This design comes from an exercise in tuning for small area, a short achievable clock period and few clock cycles per item on the open sky130 flow, not from production work. Where RTL was checked, it was by simulation tests only, not by an equivalence proof against the original.

// layer_blend
module layer_blend (
    input  wire        clk,
    input  wire        rst,
    input  wire        cfg_we,
    input  wire        cfg_addr,
    input  wire [31:0] cfg_wdata,
    input  wire        in_valid,
    output wire        in_ready,
    input  wire [11:0] fg_y,
    input  wire [11:0] fg_cb,
    input  wire [11:0] fg_cr,
    input  wire [10:0] fg_a,
    input  wire [11:0] key_y,
    input  wire [11:0] bg_y,
    input  wire [11:0] bg_cb,
    input  wire [11:0] bg_cr,
    output reg         out_valid,
    input  wire        out_ready,
    output reg  [11:0] out_y,
    output reg  [11:0] out_cb,
    output reg  [11:0] out_cr
);
    reg        premul;
    reg [1:0]  asrc;
    reg [10:0] galpha;
    reg        key_inv;
    reg [11:0] key_hi;
    reg [11:0] key_lo;
    always @(posedge clk) begin
        if (rst) begin
            premul  <= 1'b0;
            asrc    <= 2'b00;
            galpha  <= 11'h400;
            key_inv <= 1'b0;
            key_hi  <= 12'heb0;
            key_lo  <= 12'h100;
        end else if (cfg_we) begin
            if (cfg_addr == 1'b0) begin
                premul <= cfg_wdata[29];
                asrc   <= cfg_wdata[25:24];
                galpha <= cfg_wdata[10:0];
            end else begin
                key_inv <= cfg_wdata[31];
                key_hi  <= cfg_wdata[27:16];
                key_lo  <= cfg_wdata[11:0];
            end
        end
    end
    reg v0, v1, v2, vh, vs, rdy;
    wire go      = !vs;
    wire r2_free = !v2 || go;
    wire r1_free = !v1 || r2_free;
    wire r0_free = !v0 || r1_free;
    wire push    = v2 && go;
    wire pop     = vh && out_ready;
    wire v0_n = r0_free ? in_valid : v0;
    wire v1_n = r1_free ? v0 : v1;
    wire v2_n = r2_free ? v1 : v2;
    wire vh_n = (!vh || pop) ? (vs || push) : vh;
    wire vs_n = vs ? !(!vh || pop) : (push && vh && !pop);
    assign in_ready = rdy;
    reg [11:0] r0_fy, r0_fcb, r0_fcr, r0_by, r0_bcb, r0_bcr;
    reg [11:0] r0_key;     
    always @(posedge clk) begin
        if (r0_free) begin
            r0_fy  <= fg_y;  r0_fcb <= fg_cb; r0_fcr <= fg_cr;
  ...
Size: about 3,600 cells after synthesis, ~380 flip-flops, about 170 I/O pins, about 37,000 um^2 of cells after synthesis.
==> flow/config.mk <==
export PLATFORM = sky130hd
export DESIGN_NAME = layer_blend
export DESIGN_NICKNAME = layer_blend
export VERILOG_FILES = /design/flow/design.v
export SDC_FILE = /design/flow/constraint.sdc
export NUM_CORES = 4
export LEC_CHECK = 0
export CAP_MARGIN = 20
export CORE_MARGIN = 2
export CORE_UTILIZATION = 65
export CTS_BUF_LIST = sky130_fd_sc_hd__clkbuf_8
export CTS_CLUSTER_SIZE = 30
export SLEW_MARGIN = 20
export SYNTH_HIERARCHICAL = 1
export SYNTH_MINIMUM_KEEP_SIZE = 0
==> flow/constraint.sdc <==
create_clock -name core_clock -period 95.0 [get_ports {clk}]
set_input_delay 19.0000 -clock core_clock [delete_from_list [all_inputs] [get_ports {clk}]]
set_output_delay 19.0000 -clock core_clock [all_outputs]
set_load 0.01 [all_outputs]
standard.sh (not shown) runs the stock make flow with config.mk's settings and CLKGATE_MAP_FILE= SYNTH_SCRIPT=/design/flow/synth_recipe.tcl, a recipe that flattens the netlist after the stock synthesis.
==> flow/flow/run.sh <==
#!/bin/bash
# The standard layout, with plain buf_2 cells as the port buffers instead of
# the delay buffers that buffer_ports picks by default.
set -euo pipefail
export BUFFER_PORTS_ARGS="-buffer_cell sky130_fd_sc_hd__buf_2"
bash standard.sh > standard_flow.log 2>&1
Testbench counts at the start, summed over its fixed seeds: cycles 24,768, items 24,576.
Then changed:
--- a/flow/design.v
+++ b/flow/design.v
@@ -16,42 +16,48 @@
     input  wire [11:0] bg_cr,
     output reg         out_valid,
     input  wire        out_ready,
     output reg  [11:0] out_y,
     output reg  [11:0] out_cb,
     output reg  [11:0] out_cr
 );
     reg        premul;
     reg [1:0]  asrc;
     reg [10:0] galpha;
     reg        key_inv;
-    reg [11:0] key_hi;
     reg [11:0] key_lo;
+    reg [11:0] key_r;
+    reg        key_new;
     always @(posedge clk) begin
         if (rst) begin
             premul  <= 1'b0;
             asrc    <= 2'b00;
             galpha  <= 11'h400;
             key_inv <= 1'b0;
-            key_hi  <= 12'heb0;
+            key_r   <= 12'heb0 - 12'h100;
             key_lo  <= 12'h100;
-        end else if (cfg_we) begin
-            if (cfg_addr == 1'b0) begin
+            key_new <= 1'b0;
+        end else begin
+            if (cfg_we && cfg_addr == 1'b0) begin
                 premul <= cfg_wdata[29];
                 asrc   <= cfg_wdata[25:24];
                 galpha <= cfg_wdata[10:0];
-            end else begin
+            end
+            if (cfg_we && cfg_addr == 1'b1) begin
                 key_inv <= cfg_wdata[31];
-                key_hi  <= cfg_wdata[27:16];
+                key_r   <= cfg_wdata[27:16];
                 key_lo  <= cfg_wdata[11:0];
+            end else if (key_new) begin
+                key_r   <= key_r - key_lo;
             end
+            key_new <= cfg_we && cfg_addr == 1'b1;
         end
     end
     reg v0, v1, v2, vh, vs, rdy;
     wire go      = !vs;
     wire r2_free = !v2 || go;
     wire r1_free = !v1 || r2_free;
     wire r0_free = !v0 || r1_free;
     wire push    = v2 && go;
     wire pop     = vh && out_ready;
     wire v0_n = r0_free ? in_valid : v0;
     wire v1_n = r1_free ? v0 : v1;
@@ -60,26 +66,26 @@
     wire vs_n = vs ? !(!vh || pop) : (push && vh && !pop);
     assign in_ready = rdy;
     reg [11:0] r0_fy, r0_fcb, r0_fcr, r0_by, r0_bcb, r0_bcr;
     reg [11:0] r0_key;     
     always @(posedge clk) begin
         if (r0_free) begin
             r0_fy  <= fg_y;  r0_fcb <= fg_cb; r0_fcr <= fg_cr;
             r0_by  <= bg_y;  r0_bcb <= bg_cb; r0_bcr <= bg_cr;
             r0_key <= (asrc == 2'b01) ? {1'b0, fg_a} : key_y;
         end
     end
-    wire [11:0] r     = key_hi - key_lo;
+    wire [11:0] r     = key_r;
     wire        below = r0_key < key_lo;
-    wire        above = r0_key >= key_hi;
     wire [11:0] pos   = r0_key - key_lo;
+    wire        above = !below && pos >= r;
     reg  [11:0] rem1;
     reg  [4:0]  qa;
     reg  [12:0] t1;
     integer i;
     always @(*) begin
         rem1 = pos;
         for (i = 4; i >= 0; i = i - 1) begin
             t1    = {rem1, 1'b0} - {1'b0, r};
             qa[i] = !t1[12] || rem1[11];
             rem1  = qa[i] ? t1[11:0] : {rem1[10:0], 1'b0};
         end
The changed run went through all stages and came out clean.
Final cell count came out higher by 2.3%.
Setup slack gets worse by 0.045 ns.
Die area went up by 3.5%.
Cell area climbs by 2.9%.
Global-route usage increases by 1.6 points.
Only the layout flow was run in the second run of this note; the RTL was not checked for function there.

layer_blend again, from the RTL that the note above started with.
==> flow/config.mk <==
export PLATFORM = sky130hd
export DESIGN_NAME = layer_blend
export DESIGN_NICKNAME = layer_blend
export VERILOG_FILES = /design/flow/design.v
export SDC_FILE = /design/flow/constraint.sdc
export NUM_CORES = 4
export LEC_CHECK = 0
export CAP_MARGIN = 20
export CORE_MARGIN = 2
export CORE_UTILIZATION = 40
export SLEW_MARGIN = 20
export SYNTH_HIERARCHICAL = 1
export SYNTH_MINIMUM_KEEP_SIZE = 0
==> flow/constraint.sdc <==
create_clock -name core_clock -period 95.0 [get_ports {clk}]
set_input_delay 19.0000 -clock core_clock [delete_from_list [all_inputs] [get_ports {clk}]]
set_output_delay 19.0000 -clock core_clock [all_outputs]
set_load 0.01 [all_outputs]
Scripts as last shown in full above: flow/flow/run.sh
Testbench counts at the start, summed over its fixed seeds: cycles 24,768, items 24,576.
Then changed:
--- a/flow/design.v
+++ b/flow/design.v
@@ -16,42 +16,48 @@
     input  wire [11:0] bg_cr,
     output reg         out_valid,
     input  wire        out_ready,
     output reg  [11:0] out_y,
     output reg  [11:0] out_cb,
     output reg  [11:0] out_cr
 );
     reg        premul;
     reg [1:0]  asrc;
     reg [10:0] galpha;
     reg        key_inv;
-    reg [11:0] key_hi;
     reg [11:0] key_lo;
+    reg [11:0] key_r;
+    reg        key_new;
     always @(posedge clk) begin
         if (rst) begin
             premul  <= 1'b0;
             asrc    <= 2'b00;
             galpha  <= 11'h400;
             key_inv <= 1'b0;
-            key_hi  <= 12'heb0;
+            key_r   <= 12'heb0 - 12'h100;
             key_lo  <= 12'h100;
-        end else if (cfg_we) begin
-            if (cfg_addr == 1'b0) begin
+            key_new <= 1'b0;
+        end else begin
+            if (cfg_we && cfg_addr == 1'b0) begin
                 premul <= cfg_wdata[29];
                 asrc   <= cfg_wdata[25:24];
                 galpha <= cfg_wdata[10:0];
-            end else begin
+            end
+            if (cfg_we && cfg_addr == 1'b1) begin
                 key_inv <= cfg_wdata[31];
-                key_hi  <= cfg_wdata[27:16];
+                key_r   <= cfg_wdata[27:16];
                 key_lo  <= cfg_wdata[11:0];
+            end else if (key_new) begin
+                key_r   <= key_r - key_lo;
             end
+            key_new <= cfg_we && cfg_addr == 1'b1;
         end
     end
     reg v0, v1, v2, vh, vs, rdy;
     wire go      = !vs;
     wire r2_free = !v2 || go;
     wire r1_free = !v1 || r2_free;
     wire r0_free = !v0 || r1_free;
     wire push    = v2 && go;
     wire pop     = vh && out_ready;
     wire v0_n = r0_free ? in_valid : v0;
     wire v1_n = r1_free ? v0 : v1;
@@ -60,26 +66,26 @@
     wire vs_n = vs ? !(!vh || pop) : (push && vh && !pop);
     assign in_ready = rdy;
     reg [11:0] r0_fy, r0_fcb, r0_fcr, r0_by, r0_bcb, r0_bcr;
     reg [11:0] r0_key;     
     always @(posedge clk) begin
         if (r0_free) begin
             r0_fy  <= fg_y;  r0_fcb <= fg_cb; r0_fcr <= fg_cr;
             r0_by  <= bg_y;  r0_bcb <= bg_cb; r0_bcr <= bg_cr;
             r0_key <= (asrc == 2'b01) ? {1'b0, fg_a} : key_y;
         end
     end
-    wire [11:0] r     = key_hi - key_lo;
+    wire [11:0] r     = key_r;
     wire        below = r0_key < key_lo;
-    wire        above = r0_key >= key_hi;
     wire [11:0] pos   = r0_key - key_lo;
+    wire        above = !below && pos >= r;
     reg  [11:0] rem1;
     reg  [4:0]  qa;
     reg  [12:0] t1;
     integer i;
     always @(*) begin
         rem1 = pos;
         for (i = 4; i >= 0; i = i - 1) begin
             t1    = {rem1, 1'b0} - {1'b0, r};
             qa[i] = !t1[12] || rem1[11];
             rem1  = qa[i] ? t1[11:0] : {rem1[10:0], 1'b0};
         end
Core utilization shrinks by 0.13 points.
Worst setup slack gains 0.012 ns.
Final area grows by 3.2%.
Hold slack gains 0.021 ns.
First-iteration DRC count shrinks by 6.4%.
Synthesized cell count grows by 2.6%.
Via count grows by 4.2%.
Register-to-register slack gains 4.2 ns.
Maximum frequency barely changes.
Routed wire length grows by 5.3%.
Flip-flop and latch count grows by 1.
The RTL of the second run of this note was laid out without a check of its function.

==> separate check: timing with driven ports <==
Ports are ideal in the flow. The routed layouts listed here were re-timed in OpenROAD.
Step 1: set_driving_cell puts a clkbuf_16 on clk and a buf_2 on each other input, an assumption about the parent block.
Step 2 times the ports against the registers' clock, not the clock port: input delays grow and output delays shrink by t, the midpoint of the rising clock arrivals with the driver on.
a / b / c = ideal ports / drivers / drivers and shift; a / b = the first two.
run | t (ns) | setup WS [ns] | hold WS [ns] | worst setup path at the end | cell pins on the clock port's net
the first run of note 1 | 0.732 | 74.758 / 74.702 / 74.550 | 0.408 / 0.408 / 0.408 | input to register | 1
the second run of note 1 | 0.702 | 74.713 / 74.653 / 74.479 | 0.410 / 0.410 / 0.410 | input to register | 1
the first run of note 2 | 0.657 | 74.843 / 74.782 / 74.759 | 0.389 / 0.389 / 0.389 | input to register | 1
the second run of note 2 | 0.646 | 74.854 / 74.791 / 74.551 | 0.410 / 0.410 / 0.410 | input to register | 1
After both steps every run listed still meets setup and hold. For the second run of note 2, which loses most, drivers alone change the setup slack by -0.063 ns; drivers and shift together by -0.303 ns.
